Background: an optimization exercise with open tools, aiming at small area, a short achievable clock period and few clock cycles per item. Do not read the settings as production practice.
In this exercise RTL edits were held to simulation tests only and were not proved equivalent to the original.

build 9:
==> flow/design.v (excerpt) <==
module qg_spread_quant (
    input  wire         clk,
    input  wire         rst,
    input  wire         in_valid,
    output wire         in_ready,
    input  wire         in_first,    
    input  wire         in_blank,    
    input  wire         in_dots,     
    input  wire         in_grey3,    
    input  wire [16:0]  in_share,    
    input  wire [15:0]  in_gain,     
    input  wire [2:0]   in_lev,      
    input  wire [127:0] in_vol,      
    output reg          out_valid,
    output reg  [2:0]   out_lev,
    output reg          out_clip
);
    assign in_ready = 1'b1;
    reg         s1_valid;
    reg         s1_first, s1_blank, s1_dots, s1_grey3;
    reg [16:0]  s1_share;
    reg [15:0]  s1_ngain;    
    reg [2:0]   s1_lev;
    reg [111:0] s1_vol;
    always @(posedge clk) begin
        s1_valid <= in_valid && !rst;
        s1_first <= in_first;
        s1_blank <= in_blank;
        s1_dots  <= in_dots;
        s1_grey3 <= in_grey3;
        s1_share <= in_share;
        s1_ngain <= ~(in_dots ? 16'h4000 : in_gain);
        s1_lev   <= in_lev;
        s1_vol   <= in_vol[127:16];
    end
    genvar gi;
  ...
For scale: ~3000 cells after synthesis, roughly 340 flip-flops, about 24000 sq um of cells after synthesis.
clock: 36.0 ns
lec_check: 0
abc_area: 1
cap_margin: 20
core_margin: 2
core_utilization: 40
cts_cluster_diameter: 100
cts_cluster_size: 22
place_density: 0.6
slew_margin: 20
standard.sh (not shown) runs the stock make flow with config.mk's settings and CLKGATE_MAP_FILE= SYNTH_SCRIPT=/design/flow/synth_recipe.tcl, a recipe that flattens the netlist after the stock synthesis.
==> flow/flow/run.sh <==
#!/bin/bash
# The standard layout, except that the ports are buffered with the
# smallest buffer (sky130_fd_sc_hd__buf_1) instead of the delay cell
# buffer_ports picks by itself, and clock tree synthesis uses smaller
# leaf buffers and adds no dummy loads.  Synthesis is the standard one.
set -euo pipefail
bash standard.sh synth > synth.log 2>&1
bash standard.sh "BUFFER_PORTS_ARGS=-buffer_cell sky130_fd_sc_hd__buf_1" \
    "CTS_ARGS=-sink_clustering_enable -repair_clock_nets -sink_clustering_size 20 -sink_clustering_max_diameter 50 -sink_clustering_buffer sky130_fd_sc_hd__clkbuf_8 -dont_use_dummy_load" \
    finish > layout.log 2>&1
Testbench counts of build 9, summed over its fixed seeds: cycles 40,016, items 40,000.
> inputs changed (build 9 -> build 70)
-- flow/flow/run.sh --
<<< build 9, line 9
    "CTS_ARGS=-sink_clustering_enable -repair_clock_nets -sink_clustering_size 20 -sink_clustering_max_diameter 50 -sink_clustering_buffer sky130_fd_sc_hd__clkbuf_8 -dont_use_dummy_load" \
>>> build 70, line 9
    "CTS_ARGS=-sink_clustering_enable -repair_clock_nets -sink_clustering_size 16 -sink_clustering_max_diameter 80 -sink_clustering_buffer sky130_fd_sc_hd__clkbuf_8 -dont_use_dummy_load" \
## What came out
Summary of the comparison: via count of the first global-routing pass is lower in build 70, relative to build 9. Compared with build 9, in build 70 register-to-register path setup slack now larger, smallest setup slack after layout went up 0.019 ns. Any difference in detailed-route wire length per cell between build 70 and build 9 is small enough to ignore. Diff build 9 -> build 70: final worst-path cycle share neither gained nor lost much, area added between synthesis and finish saw a decrease, number of top-level design ports roughly the same. Between build 70 and build 9, the difference in number of vias per cell after detailed routing is negligible.
What build 30 does differently from build 70 at the input level:
==> flow/flow/run.sh <==
#!/bin/bash
# The standard layout, except that the ports are buffered with the
# smallest buffer (sky130_fd_sc_hd__buf_1) instead of the delay cell
# buffer_ports picks by itself.  Synthesis is the standard one.
set -euo pipefail
bash standard.sh synth > synth.log 2>&1
bash standard.sh "BUFFER_PORTS_ARGS=-buffer_cell sky130_fd_sc_hd__buf_1" finish > layout.log 2>&1
Findings:
- In the flow results for build 30 and build 70, the setup slack is smaller on build 30.
- The utilization of the core after routing reported for build 30 is greater than that of build 70 by 0.49 points.

what the ideal ports hide:
In the flow no input, the clock included, has a driving cell. The finished layouts below were timed again as built, in two steps. Step 1: set_driving_cell puts a clkbuf_16 on clk and a buf_2 on each other input, an assumption about the parent block. Step 2 adds t to the input delays and takes it off the output delays; t is the mean of the earliest and latest rising clock arrival at the registers after step 1. Input paths then give back, and output paths get back, about the clock's delay inside the block. a / b / c = no drivers / after step 1 / after step 2; a / b = the first two.
run | t, ns | slack for setup (ns) | worst hold slack (ns) | slew at the worst register clock pin (ns) | worst data-port slew with drivers (ns)
build 9 | 0.595 | 27.754 / 27.693 / 28.071 | 0.304 / 0.304 / 0.304 | 0.11 / 0.11 | 0.04
build 70 | 0.596 | 27.773 / 27.714 / 28.078 | 0.286 / 0.286 / 0.286 | 0.11 / 0.11 | 0.04
build 30 | 0.635 | 27.752 / 27.690 / 28.073 | 0.332 / 0.332 / 0.332 | 0.09 / 0.09 | 0.04
After both steps every run listed still meets setup and hold.
